This design comes from an exercise in tuning for small area, a short achievable clock period and few clock cycles per item on the open sky130 flow, not from production work. RTL that was checked went through simulation tests only; none was proved equivalent to the original.

==> inputs of job 3560 <==
==> flow/design.v (excerpt) <==
module bunting_aes256 (
    input  wire         clk,
    input  wire         rst,         
    input  wire [255:0] key,         
    input  wire         in_valid,
    output wire         in_ready,
    input  wire [127:0] in_block,    
    output reg          out_valid,
    output wire [127:0] out_block    
);
==> module bunting_aes256, before the edit <==
module bunting_aes256 (
    input  wire         clk,
    input  wire         rst,         
    input  wire [255:0] key,         
    input  wire         in_valid,
    output wire         in_ready,
    input  wire [127:0] in_block,    
    output reg          out_valid,
    output wire [127:0] out_block    
);
    reg  [2:0]   p, ph;
    reg          win_q;              
    reg          ksel;               
    reg  [5:0]   v;                  
    reg  [127:0] r0, r2, r3, r5;
    reg  [191:0] r1, r4;
    reg  [127:0] kx, ky;
    reg  [31:0]  kt;
    assign in_ready  = win_q;
    assign out_block = r5 ^ kx;
    wire [191:0] t1, t2;
    wire [127:0] s1, m1, s2, m2;
    sub_top   u_t1 (.a(r0), .y(t1));
    sub_bot   u_b1 (.a(r1), .y(s1));
    mix_ark   u_m1 (.a(r2), .k(ky), .y(m1));
    sub_top   u_t2 (.a(r3), .y(t2));
    sub_bot   u_b2 (.a(r4), .y(s2));
    mix_ark   u_m2 (.a(r5), .k(kx), .y(m2));
    always @(posedge clk) begin
        r0 <= win_q ? (in_block ^ key[255:128]) : m2;
        r1 <= t1;
        r2 <= s1;
        r3 <= m1;
        r4 <= t2;
        r5 <= s2;
    end
    wire [31:0] ks;
    wire [31:0] ks_in = ksel ? kx[31:0] : ky[31:0];
    generate
        genvar i;
        for (i = 0; i < 4; i = i + 1) begin : g_ksub
            aes_sbox u_sbox (.a(ks_in[31 - 8*i -: 8]), .y(ks[31 - 8*i -: 8]));
        end
    endgenerate
    wire [7:0]   rcon = 8'h01 << p;
    wire [31:0]  tx   = {kt[23:16] ^ rcon, kt[15:0], kt[31:24]};
    wire [127:0] bx   = (p == 3'd0) ? key[255:128] : kx;
    wire [31:0]  x0   = bx[127:96] ^ tx;
    wire [31:0]  x1   = bx[95:64]  ^ x0;
    wire [31:0]  x2   = bx[63:32]  ^ x1;
    wire [31:0]  x3   = bx[31:0]   ^ x2;
    wire [31:0]  y0   = ky[127:96] ^ kt;
    wire [31:0]  y1   = ky[95:64]  ^ y0;
    wire [31:0]  y2   = ky[63:32]  ^ y1;
    wire [31:0]  y3   = ky[31:0]   ^ y2;
    always @(posedge clk) begin
        kt <= ks;
        if (ph == 3'd4)
            kx <= {x0, x1, x2, x3};
        if (ph == 3'd1)
            ky <= (p == 3'd0) ? key[127:0] : {y0, y1, y2, y3};
    end
    wire       last = (p == 3'd6) && (ph == 3'd5);
    wire       win  = last || (p == 3'd0 && ph != 3'd5);
    wire [2:0] slot = last ? 3'd0 : ph + 3'd1;    
    reg  [5:0] v_n;
    reg  [2:0] p_n, ph_n;
    always @(*) begin
        v_n = v;
        if (win) v_n[slot] = in_valid;
        if (win && v_n == 6'd0) begin
            p_n = 3'd6; ph_n = 3'd5;
        end else if (ph == 3'd5) begin
            p_n = last ? 3'd0 : p + 3'd1; ph_n = 3'd0;
        end else begin
            p_n = p; ph_n = ph + 3'd1;
        end
    end
    wire       last_n = (p_n == 3'd6) && (ph_n == 3'd5);
    wire       win_n  = last_n || (p_n == 3'd0 && ph_n != 3'd5);
    wire [2:0] slot_n = last_n ? 3'd0 : ph_n + 3'd1;
    always @(posedge clk) begin
        ksel <= (ph_n == 3'd0);
        if (rst) begin
            p         <= 3'd6;
            ph        <= 3'd5;
            win_q     <= 1'b1;
            v         <= 6'd0;
            out_valid <= 1'b0;
        end else begin
            p         <= p_n;
            ph        <= ph_n;
            win_q     <= win_n;
            v         <= v_n;
            out_valid <= win_n && v_n[slot_n];
        end
    end
endmodule
clock: 7.0 ns
lec_check: 0
cap_margin: 20
core_margin: 2
core_utilization: 40
slew_margin: 20
synth_hierarchical: 1
synth_minimum_keep_size: 0
run.sh (not shown) runs the stock make flow with config.mk's settings and CLKGATE_MAP_FILE= SYNTH_SCRIPT=/design/flow/synth_recipe.tcl, a recipe that flattens the netlist after the stock synthesis.
==> inputs of job 6368, as changes to job 3560 <==
--- a/flow/design.v
+++ b/flow/design.v
@@ -338,3 +338,3 @@
     output reg          out_valid,
-    output wire [127:0] out_block    
+    output reg  [127:0] out_block    
 );
@@ -342,2 +342,3 @@
     reg          win_q;              
+    reg  [5:0]   sl_q;               
     reg          ksel;               
@@ -347,5 +348,6 @@
     reg  [127:0] kx, ky;
+    reg  [47:0]  kt1;
     reg  [31:0]  kt;
+    reg          ov;                 
     assign in_ready  = win_q;
-    assign out_block = r5 ^ kx;
     wire [191:0] t1, t2;
@@ -365,5 +367,7 @@
         r5 <= s2;
+        out_block <= r5 ^ kx;
     end
-    wire [31:0] ks;
     wire [31:0] ks_in = ksel ? kx[31:0] : ky[31:0];
+    wire [47:0] ks1;
+    wire [31:0] ks;
     generate
@@ -371,3 +375,4 @@
         for (i = 0; i < 4; i = i + 1) begin : g_ksub
-            aes_sbox u_sbox (.a(ks_in[31 - 8*i -: 8]), .y(ks[31 - 8*i -: 8]));
+            sbox_top u_top (.a(ks_in[31 - 8*i -: 8]), .m(ks1[47 - 12*i -: 4]), .t(ks1[43 - 12*i -: 8]));
+            sbox_bot u_bot (.m(kt1[47 - 12*i -: 4]), .t(kt1[43 - 12*i -: 8]), .y(ks[31 - 8*i -: 8]));
         end
@@ -377,12 +382,15 @@
     wire [127:0] bx   = (p == 3'd0) ? key[255:128] : kx;
+    wire [31:0]  bx01 = bx[127:96] ^ bx[95:64];
+    wire [31:0]  by01 = ky[127:96] ^ ky[95:64];
     wire [31:0]  x0   = bx[127:96] ^ tx;
-    wire [31:0]  x1   = bx[95:64]  ^ x0;
-    wire [31:0]  x2   = bx[63:32]  ^ x1;
-    wire [31:0]  x3   = bx[31:0]   ^ x2;
+    wire [31:0]  x1   = bx01 ^ tx;
+    wire [31:0]  x2   = bx[63:32] ^ x1;
+    wire [31:0]  x3   = bx[31:0] ^ x2;
     wire [31:0]  y0   = ky[127:96] ^ kt;
-    wire [31:0]  y1   = ky[95:64]  ^ y0;
-    wire [31:0]  y2   = ky[63:32]  ^ y1;
-    wire [31:0]  y3   = ky[31:0]   ^ y2;
+    wire [31:0]  y1   = by01 ^ kt;
+    wire [31:0]  y2   = ky[63:32] ^ y1;
+    wire [31:0]  y3   = ky[31:0] ^ y2;
     always @(posedge clk) begin
-        kt <= ks;
+        kt1 <= ks1;
+        kt  <= ks;
         if (ph == 3'd4)
@@ -392,23 +400,11 @@
     end
-    wire       last = (p == 3'd6) && (ph == 3'd5);
-    wire       win  = last || (p == 3'd0 && ph != 3'd5);
-    wire [2:0] slot = last ? 3'd0 : ph + 3'd1;    
-    reg  [5:0] v_n;
-    reg  [2:0] p_n, ph_n;
-    always @(*) begin
-        v_n = v;
-        if (win) v_n[slot] = in_valid;
-        if (win && v_n == 6'd0) begin
-            p_n = 3'd6; ph_n = 3'd5;
-        end else if (ph == 3'd5) begin
-            p_n = last ? 3'd0 : p + 3'd1; ph_n = 3'd0;
-        end else begin
-            p_n = p; ph_n = ph + 3'd1;
-        end
-    end
-    wire       last_n = (p_n == 3'd6) && (ph_n == 3'd5);
-    wire       win_n  = last_n || (p_n == 3'd0 && ph_n != 3'd5);
-    wire [2:0] slot_n = last_n ? 3'd0 : ph_n + 3'd1;
+    wire       wrap  = (ph == 3'd5);
+    wire [2:0] p1    = wrap ? ((p == 3'd6) ? 3'd0 : p + 3'd1) : p;
+    wire [2:0] ph1   = wrap ? 3'd0 : ph + 3'd1;
+    wire       win1  = (p1 == 3'd6 && ph1 == 3'd5) || (p1 == 3'd0 && ph1 != 3'd5);
+    wire [5:0] sl1   = (p1 == 3'd6) ? 6'b000001 : (6'b000010 << ph1);
+    wire [5:0] v_oth = v & ~sl_q;
+    wire       idle  = win_q && (v_oth == 6'd0) && !in_valid;
     always @(posedge clk) begin
-        ksel <= (ph_n == 3'd0);
+        ksel <= idle ? 1'b0 : (ph1 == 3'd5);
         if (rst) begin
@@ -417,10 +413,22 @@
             win_q     <= 1'b1;
+            sl_q      <= 6'b000001;
             v         <= 6'd0;
+            ov        <= 1'b0;
             out_valid <= 1'b0;
         end else begin
-            p         <= p_n;
-            ph        <= ph_n;
-            win_q     <= win_n;
-            v         <= v_n;
-            out_valid <= win_n && v_n[slot_n];
+            out_valid <= ov;
+            if (win_q) v <= v_oth | (in_valid ? sl_q : 6'd0);
+            if (idle) begin
+                p         <= 3'd6;
+                ph        <= 3'd5;
+                win_q     <= 1'b1;
+                sl_q      <= 6'b000001;
+                ov        <= 1'b0;
+            end else begin
+                p         <= p1;
+                ph        <= ph1;
+                win_q     <= win1;
+                sl_q      <= sl1;
+                ov        <= win1 && ((v & sl1) != 6'd0);
+            end
         end
--- a/flow/config.mk
+++ b/flow/config.mk
@@ -9,3 +9,6 @@
 export CORE_MARGIN = 2
-export CORE_UTILIZATION = 40
+export CORE_UTILIZATION = 55
+export CTS_BUF_LIST = sky130_fd_sc_hd__clkbuf_4 sky130_fd_sc_hd__clkbuf_8
+export CTS_CLUSTER_SIZE = 30
+export SETUP_SLACK_MARGIN = 4.0
 export SLEW_MARGIN = 20
==> summary of the runs <==
In job 3560 the die area is larger than in job 6368, by about 28%. Flip-flop and latch count: job 3560 is lower than job 6368 (183). Against job 6368, the global-route usage of job 3560 is lower by 4.9 points. Of job 3560 and job 6368, job 6368 has the higher via count (gap 4.3%, measured against job 6368). In job 6368 the cell count is smaller than in job 3560, by about 0.5%.
==> figures <==
Outcome: job 3560 timing/DRC/antenna clean; job 6368 timing/DRC/antenna clean
Total Nets Final: job 3560 9682; job 6368 10100
Non-filler cells, final: job 3560 12200; job 6368 12200
Share of cells above drive strength 1: job 3560 0.0331; job 6368 0.0969
Instance count of the mapped netlist: job 3560 9051; job 6368 9481
Routability Congestion: job 3560 0.991; job 6368 1.03
Clock tree root driver cell: job 3560 clkbuf_16; job 6368 clkbuf_8
Met3 Resource Use GR: job 3560 0.0370; job 6368 0.0499
Slowest Stage Delay on Critical Path: job 3560 0.61 ns; job 6368 0.42 ns
Vias per Instance: job 3560 4.84; job 6368 5.09
Hold Crit Depth: job 3560 2; job 6368 1
Seq cells: job 3560 1199; job 6368 1382
Worst slack at placement: job 3560 1.06 ns; job 6368 3.13 ns
Post-Syn Nets: job 3560 9452; job 6368 9870
Stages on the worst setup path: job 3560 18; job 6368 11
Testbench counts of job 6368, summed over its fixed seeds: cycles 11,448, blocks 1,600.
The RTL of job 3560 was laid out without a check of its function.

-- static timing again, ports no longer ideal --
The flow's constraints put no driver on any port. The routed layouts listed below were extracted and timed again, unchanged, in two steps. Step 1 sets driving cells, clkbuf_16 on the clock port and buf_2 on the other inputs (assumed; they add their load-dependent delay and slew). Step 2 times the ports against the registers' clock, not the clock port: input delays grow and output delays shrink by t, the midpoint of the rising clock arrivals with the driver on. Slacks: no drivers / after step 1 / after step 2; pairs: no drivers / after step 1.
run	t (ns)	setup WS [ns]	worst setup path at the end	pins driven straight from the clock port
job 3560	0.885	0.987 / 0.987 / 0.987	register to register	1
job 6368	1.052	4.014 / 3.982 / 3.182	input to register	1
After both steps setup and hold are still met in every run listed. The setup slack of job 6368, which loses most, moves by -0.032 ns with the drivers and by -0.832 ns with both steps.
